Background: an optimization exercise with open tools, aiming at small area, a short achievable clock period and few clock cycles per item. Do not read the settings as production practice. In this exercise RTL edits were held to simulation tests only and were not proved equivalent to the original.

### flow/constraint.sdc
create_clock -name core_clock -period 17.0 [get_ports {clk}]
set_input_delay 3.4000 -clock core_clock [delete_from_list [all_inputs] [get_ports {clk}]]
set_output_delay 3.4000 -clock core_clock [all_outputs]
set_load 0.01 [all_outputs]
### flow/design.v
module lim_node (
    input  wire         clk,
    input  wire         rst,         
    input  wire         in_valid,
    output wire         in_ready,
    input  wire [255:0] in_x,        
    input  wire [31:0]  in_thr,      
    input  wire [31:0]  in_kq,       
    output wire         out_valid,
    input  wire         out_ready,
    output wire [255:0] out_y,       
    output wire [31:0]  out_gmin     
);
    localparam [31:0] ONE = 32'h8000_0000;
    localparam [2:0] S_IDLE = 3'd0,
                     S_VIS  = 3'd1,
                     S_DIV  = 3'd2,
                     S_CHA  = 3'd3,
                     S_CHB  = 3'd4;
    wire [30:0] thr_c = (in_thr[31] || in_thr[30:8] == 23'd0) ? 31'd256 : in_thr[30:0];
    reg  [7:0]  loud_c;
    integer k;
    always @* begin
        for (k = 0; k < 8; k = k + 1)
            loud_c[k] = {in_x[32*k +: 31] ^ {31{in_x[32*k+31]}}, in_x[32*k+31]} > {thr_c, 1'b0};
    end
    reg  [30:0] thr_r;
    reg  [32:0] kk_r;                
    reg  [7:0]  loud_r;
    always @(posedge clk) begin
        thr_r  <= thr_c;
        kk_r   <= {1'b0, ONE} - {1'b0, in_kq};
        loud_r <= loud_c;
    end
    reg  [2:0]   state;
    reg  [2:0]   i;                  
    reg  [7:0]   lv;                 
    reg  [31:0]  slot [0:7];         
    reg  [31:0]  xr;                 
    reg          xn;
    reg  [30:0]  u;                  
    reg  [31:0]  g;                  
    reg  [31:0]  gmin;
    reg          ovalid;
    reg          ob;                 
    reg  [2:0]   oi;
    reg  [31:0]  rem;
    reg  [31:0]  quo;
    reg  [2:0]   cnt;
    reg          quo_ok;             
    reg          mv;
    reg  [30:0]  dm;
    reg  [3:0]   mn;
    reg          mp;                 
    reg  [30:0]  dn;
    reg  [3:0]   dv;
    wire go = ~(ovalid & ~out_ready);
    assign in_ready  = (state == S_CHA) && (i == 3'd7);
    assign out_valid = ovalid;
    assign out_gmin  = gmin;
    genvar gi;
    generate for (gi = 0; gi < 8; gi = gi + 1) begin : g_out
        assign out_y[32*gi +: 32] = slot[gi];
    end endgenerate
    function [3:0] top_bit(input [7:0] m);    
        integer t;
        begin
            top_bit = 4'd0;
            for (t = 0; t < 8; t = t + 1)
                if (m[t]) top_bit = {1'b1, t[2:0]};
        end
    endfunction
    function [33:0] la_m(input [2:0] a, input [3:0] b);
        begin
            case ({a, b})
            {3'd1, 4'd2}: la_m = 34'h200000000;
            {3'd1, 4'd3}: la_m = 34'h155555556;
            {3'd1, 4'd4}: la_m = 34'h100000000;
            {3'd1, 4'd5}: la_m = 34'h0cccccccd;
            {3'd1, 4'd6}: la_m = 34'h0aaaaaaab;
            {3'd1, 4'd7}: la_m = 34'h092492493;
            {3'd1, 4'd8}: la_m = 34'h080000000;
            {3'd2, 4'd3}: la_m = 34'h2aaaaaaab;
            {3'd2, 4'd4}: la_m = 34'h200000000;
            {3'd2, 4'd5}: la_m = 34'h19999999a;
            {3'd2, 4'd6}: la_m = 34'h155555556;
            {3'd2, 4'd7}: la_m = 34'h124924925;
            {3'd2, 4'd8}: la_m = 34'h100000000;
            {3'd3, 4'd4}: la_m = 34'h300000000;
            {3'd3, 4'd5}: la_m = 34'h266666667;
            {3'd3, 4'd6}: la_m = 34'h200000000;
            {3'd3, 4'd7}: la_m = 34'h1b6db6db7;
            {3'd3, 4'd8}: la_m = 34'h180000000;
            {3'd4, 4'd5}: la_m = 34'h333333334;
            {3'd4, 4'd6}: la_m = 34'h2aaaaaaab;
            {3'd4, 4'd7}: la_m = 34'h24924924a;
            {3'd4, 4'd8}: la_m = 34'h200000000;
            {3'd5, 4'd6}: la_m = 34'h355555556;
            {3'd5, 4'd7}: la_m = 34'h2db6db6dc;
            {3'd5, 4'd8}: la_m = 34'h280000000;
            {3'd6, 4'd7}: la_m = 34'h36db6db6e;
            {3'd6, 4'd8}: la_m = 34'h300000000;
            {3'd7, 4'd8}: la_m = 34'h380000000;
            default: la_m = 34'd0;
            endcase
        end
    endfunction
    wire        vis = (state == S_VIS);
    wire [34:0] m_a  = vis ? {1'b0, la_m(i + 3'd1, mn)}
                     : ob  ? {{3{xr[31]}}, xr} : {4'b0000, u};
    wire [32:0] m_b  = vis ? {2'b00, dm} : ob ? {1'b0, g} : kk_r;
    wire        m_bi = ~vis & (~ob | xr[31]);
    wire [67:0] m_c  = {3'b000, vis ? u : 31'd0, 3'b000, {31{m_bi}}};
    wire [67:0] m_p;
    booth35 u_mul (.a(m_a), .b(m_b), .c(m_c), .p(m_p));
    wire [34:0] m_r  = m_p[65:31];
    wire [30:0] m_la = m_p[64:34];
    wire [30:0] ulim  = lv[i] ? slot[i][30:0] : 31'd0;
    wire        take_lim = m_r[34] | ({4'b0000, ulim} > m_r);    
    wire [30:0] u_new = take_lim ? ulim : m_r[30:0];
    wire [31:0] g_new = ONE - {1'b0, u_new};
    reg  [31:0] d_rem;
    reg  [3:0]  d_q;
    reg  [32:0] d_t;
    reg  [33:0] d_s;
    integer s;
    always @* begin
        d_rem = rem;
        for (s = 3; s >= 0; s = s - 1) begin
            d_t = {d_rem, 1'b0};
            d_s = {1'b0, d_t} - {2'b00, xr} - {33'd0, xn};
            d_q[s] = ~d_s[33];
            d_rem = d_q[s] ? d_s[31:0] : d_t[31:0];
        end
    end
    wire [30:0] ur_i  = loud_r[i] ? (~quo[31:1] + 31'd1) : 31'd0;    
    wire        use_c = mv && (m_la > ur_i);
    wire [30:0] ul_v  = use_c ? m_la : ur_i;
    wire        newm  = (ur_i > u) && (i != 3'd0);       
    wire [30:0] d_i   = ur_i - u;                        
    wire        more  = mv || newm;
    wire [3:0]  nxt_loud = top_bit(loud_r & ((8'd1 << i) - 8'd1));
    wire [2:0]  ni    = more ? (i - 3'd1) : nxt_loud[2:0];
    wire        ndone = (i == 3'd0) || (!more && !nxt_loud[3]);
    wire        vis_div = loud_r[i] && !quo_ok;          
    wire [2:0]  x_idx = (vis && !vis_div) ? ni : i;
    wire [31:0] x_s   = in_x[32*x_idx +: 32];
    wire [34:0] cmp_l = dn * mn;
    wire [34:0] cmp_r = dm * dv;
    wire better = ~mv || (cmp_l > cmp_r);
    wire [3:0]  first_loud = top_bit(loud_c);
    always @(posedge clk) begin
        if (rst) begin
            state  <= S_IDLE;
            u      <= 31'd0;
            g      <= ONE;
            ovalid <= 1'b0;
            ob     <= 1'b0;
            mp     <= 1'b0;
        end else begin
            if (ovalid && out_ready)
                ovalid <= 1'b0;
            if (go) begin
                ob <= 1'b0;
                if (ob) begin
                    slot[oi] <= m_r[31:0];
                    if (oi == 3'd7)
                        ovalid <= 1'b1;
                end
                if (mp) begin
                    mp <= 1'b0;
                    if (better) begin
                        mv <= 1'b1;
                        dm <= dn;
                        mn <= dv;
                    end
                end
                case (state)
                S_IDLE: begin
                    lv     <= 8'd0;
                    mv     <= 1'b0;
                    quo_ok <= 1'b0;
                    if (in_valid) begin
                        if (first_loud[3]) begin
                            i     <= first_loud[2:0];
                            state <= S_VIS;
                        end else begin
                            i     <= 3'd0;
                            state <= S_CHA;
                        end
                    end
                end
                S_VIS: begin
                    if (vis_div) begin
                        xr    <= x_s ^ {32{x_s[31]}};
                        xn    <= x_s[31];
                        rem   <= {1'b0, thr_r};
                        cnt   <= 3'd7;
                        state <= S_DIV;
                    end else if (!mp) begin
                        if (ul_v != 31'd0) begin
                            slot[i] <= {1'b0, ul_v};
                            lv[i]   <= 1'b1;
                        end
                        if (newm) begin
                            mp <= 1'b1;
                            dn <= d_i;
                            dv <= {1'b0, i} + 4'd1;
                        end
                        quo_ok <= 1'b0;
                        if (ndone) begin
                            i     <= 3'd0;
                            state <= S_CHA;
                        end else begin
                            i <= ni;
                            if (loud_r[ni]) begin
                                xr    <= x_s ^ {32{x_s[31]}};
                                xn    <= x_s[31];
                                rem   <= {1'b0, thr_r};
                                cnt   <= 3'd7;
                                state <= S_DIV;
                            end
                        end
                    end
                end
                S_DIV: begin
                    rem <= d_rem;
                    quo <= {quo[27:0], d_q};
                    cnt <= cnt - 3'd1;
                    if (cnt == 3'd0) begin
                        quo_ok <= 1'b1;
                        state  <= S_VIS;
                    end
                end
                S_CHA: begin
                    u  <= u_new;
                    g  <= g_new;
                    gmin <= (i == 3'd0 || g_new < gmin) ? g_new : gmin;
                    xr <= x_s;
                    ob <= 1'b1;
                    oi <= i;
                    if (i == 3'd7) begin
                        state <= S_IDLE;
                    end else begin
                        state <= S_CHB;
                    end
                end
                S_CHB: begin
                    i     <= i + 3'd1;
                    state <= S_CHA;
                end
                default: state <= S_IDLE;
                endcase
            end
        end
    end
endmodule
module booth35 (
    input  wire [34:0] a,
    input  wire [32:0] b,
    input  wire [67:0] c,
    output wire [67:0] p
);
    wire [34:0] bx = {b[32], b, 1'b0};
    reg  [67:0] acc;
    reg  [2:0]  t;
    reg  [35:0] sel, mr;
    reg         neg;
    integer d;
    always @* begin
        acc = c;
        for (d = 0; d < 17; d = d + 1) begin
            t = bx[2*d +: 3];
            case (t)
                3'b001, 3'b010, 3'b101, 3'b110: sel = {a[34], a};
                3'b011, 3'b100:                 sel = {a, 1'b0};
                default:                        sel = 36'd0;
            endcase
            neg = t[2] & ~(t[1] & t[0]);
            mr  = sel ^ {36{neg}};
            acc = acc + ({32'd0, ~mr[35], mr[34:0]} << (2*d)) + ({67'd0, neg} << (2*d));
        end
        acc = acc - 68'haaaaaaaa800000000;
    end
    assign p = acc;
endmodule
### flow/run.sh
#!/bin/bash
# synth_recipe.tcl (not shown) runs the flow's synth.tcl, then flattens the netlist and writes it again
# the make line also repeats each setting of config.mk as NAME=value (left out here)
make -C /OpenROAD-flow-scripts/flow DESIGN_CONFIG=/design/flow/config.mk WORK_HOME=/design/flow/orfs CLKGATE_MAP_FILE= SYNTH_SCRIPT=/design/flow/synth_recipe.tcl finish
### flow/config.mk
export PLATFORM = sky130hd
export DESIGN_NAME = lim_node
export DESIGN_NICKNAME = lim_node
export VERILOG_FILES = /design/flow/design.v
export SDC_FILE = /design/flow/constraint.sdc
export NUM_CORES = 4
export LEC_CHECK = 0
export CAP_MARGIN = 20
export CORE_MARGIN = 2
export CORE_UTILIZATION = 40
export SLEW_MARGIN = 20
export SYNTH_MEMORY_MAX_BITS = 8192
==> notes.md <==
Clocking:
- Clock tree synthesis found a total of 617 sinks.
- The insertion delay of the later-clocked pin in the worst-skew pair is 0.73 ns.
- CTS built an H-tree with a depth of 3.
- TritonCTS built the clock tree.
- The cell chosen for the clock root is clkbuf_16.
- The number of hold-repair buffers added at the cts stage is 0.
- In this run, CTS created clock tree buffers numbering 72.
- The maximum number of buffers from clock root to sink is 3.
- The clock-pin slew on the worst setup and hold paths is 0.06 ns.

STA:
- Setup repair after global routing left no endpoint under its margin.
- The slew at the pin with the worst max-slew slack is 1.29 ns.
- The shortest clock period the worst path allows after layout is 16.46 ns.
- The final count of pins violating max slew came to 0.
- Between clock sinks in the finished design, the worst skew comes to 0.0785 ns.
- For this run, the top clock speed supported by timing is 0.0607 GHz.
- The total negative slack for setup checks is 0 ns.
- The worst pin sits at a relative slew slack of 0.138.
- The final number of hold-violating endpoints is 0.
- The share of the clock period used by the worst path is 0.968.
- Setup violations remaining at the end of the flow were counted as 0.

Yosys:
- For this run, the register share of the synthesized area comes to 0.181.
- The mean post-synth cell area is 8.50 um^2.
- The share of synthesized flip-flops with an asynchronous set or reset is 0.
- After synthesis, the cell types taking the most area are edfxtp_1 15%, fa_1 14%, ha_1 13%, xnor2_1 5.7%, nand2_1 5.1%.
- The number of instances in the synthesized netlist is 11092.
- The number of different library cells in the post-synthesis netlist is 108.
- Of all cell types, the one taking the most synthesized area is edfxtp_1.
- The most instantiated flip-flop cell in the synthesis netlist is edfxtp_1.
- The synthesis warning total is 2.
- The synthesized netlist occupies a cell area of 0.0943 mm^2.
- The number of nets produced by synthesis is 13059.
- Of the post-synthesis cell area, the dominant cell type holds 0.148.
- The number of flops mapped to enable cells by yosys is 466.
- In this run, synthesis produced a sequential element count of 617.

Setup path:
- The critical path is of the flip-flop to flip-flop type.
- The critical path ends at slot[2][26].
- The origin of the worst setup path is state[0].
- The maximum fanout encountered on the critical timing path is 61.
- The category of the worst setup path capture point is a flip-flop.
- The startpoint of the worst register-to-register path is state[0].
- The endpoint identified for the worst register-to-register timing path is slot[2][26].
- The arrival time reported for the critical path endpoint is 16.91 ns.
- Counting cells, the worst reg-to-reg path comes to 47.
- On the critical path, the stage with the largest delay is an instance of nor4_4.
- For flop-to-flop paths, the worst setup slack is 0.54 ns.
- STA classifies the critical path startpoint as a flip-flop.
- The worst stage delay on the critical path is 0.69 ns.
- The data required time at the worst endpoint is 17.44 ns.

Detailed routing:
- The via total after detailed routing is 88624.
- The count of antenna-violating nets left after detailed routing is 0.
- For this run, the detailed router's first-pass iteration total came to 7.
- The routed wire length is 427 mm.
- For this block, the initial DRC count from the detailed router was 9943.
- The number of vias per cell after detailed routing is 6.04.
- In the routed design, unresolved DRC markers number 0.
- Dividing the detail-routed wire length by the instance count gives 29.1 um.

Place:
- The HPWL after detailed placement is 338 mm.
- The number of buffers added on ports is 613.
- At the end of routability-driven placement, the weighted congestion stood at 1.08.

GRT:
- The total congestion overflow is 0.
- The first global-routing pass estimated 608 mm of wire.
- Entering global routing, the biggest net connects 72 pins.
- The number of antenna violations at the first check in global routing is 13.
- For this run, the total global-route usage over all layers was measured as 0.347.
- The number of global-route vias before repair came to 86558.

Floorplanning:
- The starting utilization of the core area is 0.402.
- The floorplan step defined a die boundary enclosing 0.240 mm^2.
- The standard cell core area is 0.235 mm^2.
- Measured along the y axis, the die boundary spans 489 um.
- The floorplan has 178 rows.
- The die outline width is 489 um.
- 614 I/O pins were placed.

Run:
- The max-cap check violation count is 0.

Final layout:
- The layout filler cell count is 22934.
- The library cells used most frequently in the layout, excluding fill and tap cells, are 1286 x nand2_1, 1201 x inv_1, 971 x ha_1.
- The fraction of the core area covered by cells at the end of the flow is 0.460.
- In the final design database the tool counted 13416 nets.
- The most frequent standard cell in the layout excluding fill and tap cells is nand2_1.
- In the final layout, the share of cells above drive strength 1 is 0.0735.
- The layout overhead on the synthesized area is 14.6%.

Outcome:
- The run finished with no timing, DRC or antenna violations.

Worst hold path:
- The kind of path behind the tightest hold check is flip-flop to flip-flop.
- The worst hold path passes through 0 cells.
-- worst max-delay path: cells and delay by family (launching register included) --
kind	cells	cell delay [ns]
AND/OR/NAND/NOR	15	4.87
adder cells (fa/ha/maj)	8	3.74
AO/OA/AOI/OAI	10	3.46
buffers and inverters	12	2.64
flip-flops	1	0.63
XOR/XNOR	1	0.38
multiplexers	1	0.33
-- layer usage --
layer  part of all wire  vias to the layer above  GRT usage
li1                   -                    39017          -
met5            0.00024                        -          0
met3              0.097                     1123     0.0724
met2               0.43                     5066      0.530
met4              0.072                       14      0.207
met1               0.40                    43404      0.450
-- logic make-up after synthesis --
family                     Yosys count  share of synthesized area
DFF                                617                      0.181
adders and majority gates         1643                      0.272
and+or+nand+nor                   3157                      0.154
muxes                              314                     0.0432
buffers and inverters             1924                     0.0781
xor gates and xnor gates          1158                      0.108
AOI/OAI and AO/OA                 2279                      0.165
-- registers in the layout, summed over array words and instances, names as in the netlist, 4 cells and up, named ones only --
| name | cells |
|---|---|
| slot | 256 |
| kk_r | 33 |
| gmin | 32 |
| quo | 32 |
| rem | 32 |
| xr | 32 |
| dm | 31 |
| dn | 31 |
| g | 31 |
| thr_r | 31 |
| u | 31 |
| loud_r | 8 |
| lv | 8 |
| dv | 4 |
| mn | 4 |
-- how the worst min path moves through the flow --
stage	endpoint	from	slack, ns
6_report	quo[4]	quo[0]	0.42
5_1_grt	quo[4]	quo[0]	0.44
4_1_cts	quo[4]	quo[0]	0.43
3_5_place_dp	quo[4]	quo[0]	0.41
3_3_place_gp	quo[4]	quo[0]	0.42
2_1_floorplan	quo[4]	quo[0]	0.40
-- area by class of cell --
type | count | area [um^2] | area share
Clock inverter | 41 | 651 | 0.00603
Inverter | 1206 | 4530 | 0.0419
Timing Repair Buffer | 1000 | 9110 | 0.0844
Clock buffer | 93 | 1980 | 0.0184
Multi-Input combinational cell | 8552 | 70700 | 0.655
Antenna cell | 9 | 22.5 | 0.000209
Sequential cell | 617 | 17000 | 0.158
Tap cell | 3150 | 3940 | 0.0365
-- cells in the mapped netlist (all sizes together) (293+ instances only) --
master,n
xor2,541
fa,671
clkbuf,539
nor2,713
nand3,293
nand2,1291
a21oi,542
inv,1204
ha,972
xnor2,617
o21ai,355
edfxtp,466
-- repair_timing --
item,in CTS,in global routing
endpoints found under the setup margin,0,219
hold endpoints to repair,0,0
setup buffers,0,7
resized for setup,0,11
-- stage by stage --
stage	instance area (um^2)	setup WS [ns]	hold WS (ns)	std cells
after floorplan	94300	0.153	0.400	11092
after detailed placement	105000	0.375	0.408	14517
after CTS	108000	0.313	0.428	14651
after global routing	108000	0.0278	0.438	14660
after global placement	105000	0.532	0.424	14517
final	108000	0.538	0.422	14668
Testbench counts, summed over its fixed seeds: cycles 40,873, blocks 1,600.

-- afterwards: timing with drivers on the ports --
How much do the figures lean on ideal ports? The routed layout below was timed once more, with nothing changed but the port constraints. Step 1 sets driving cells, clkbuf_16 on the clock port and buf_2 on the other inputs (assumed; they add their load-dependent delay and slew). Step 2 times the ports against the registers' clock, not the clock port: input delays grow and output delays shrink by t, the midpoint of the rising clock arrivals with the driver on. Three values: ideal ports, drivers, drivers and shift; two values: the first two.
shift t [ns]: 0.776
slack for setup (ns): 0.538 / 0.538 / 0.538
slew at the worst register clock pin (ns): 0.08 / 0.08
After both steps this run still meets setup and hold. For this run, drivers alone change the setup slack by 0.000 ns; drivers and shift together by 0.000 ns.
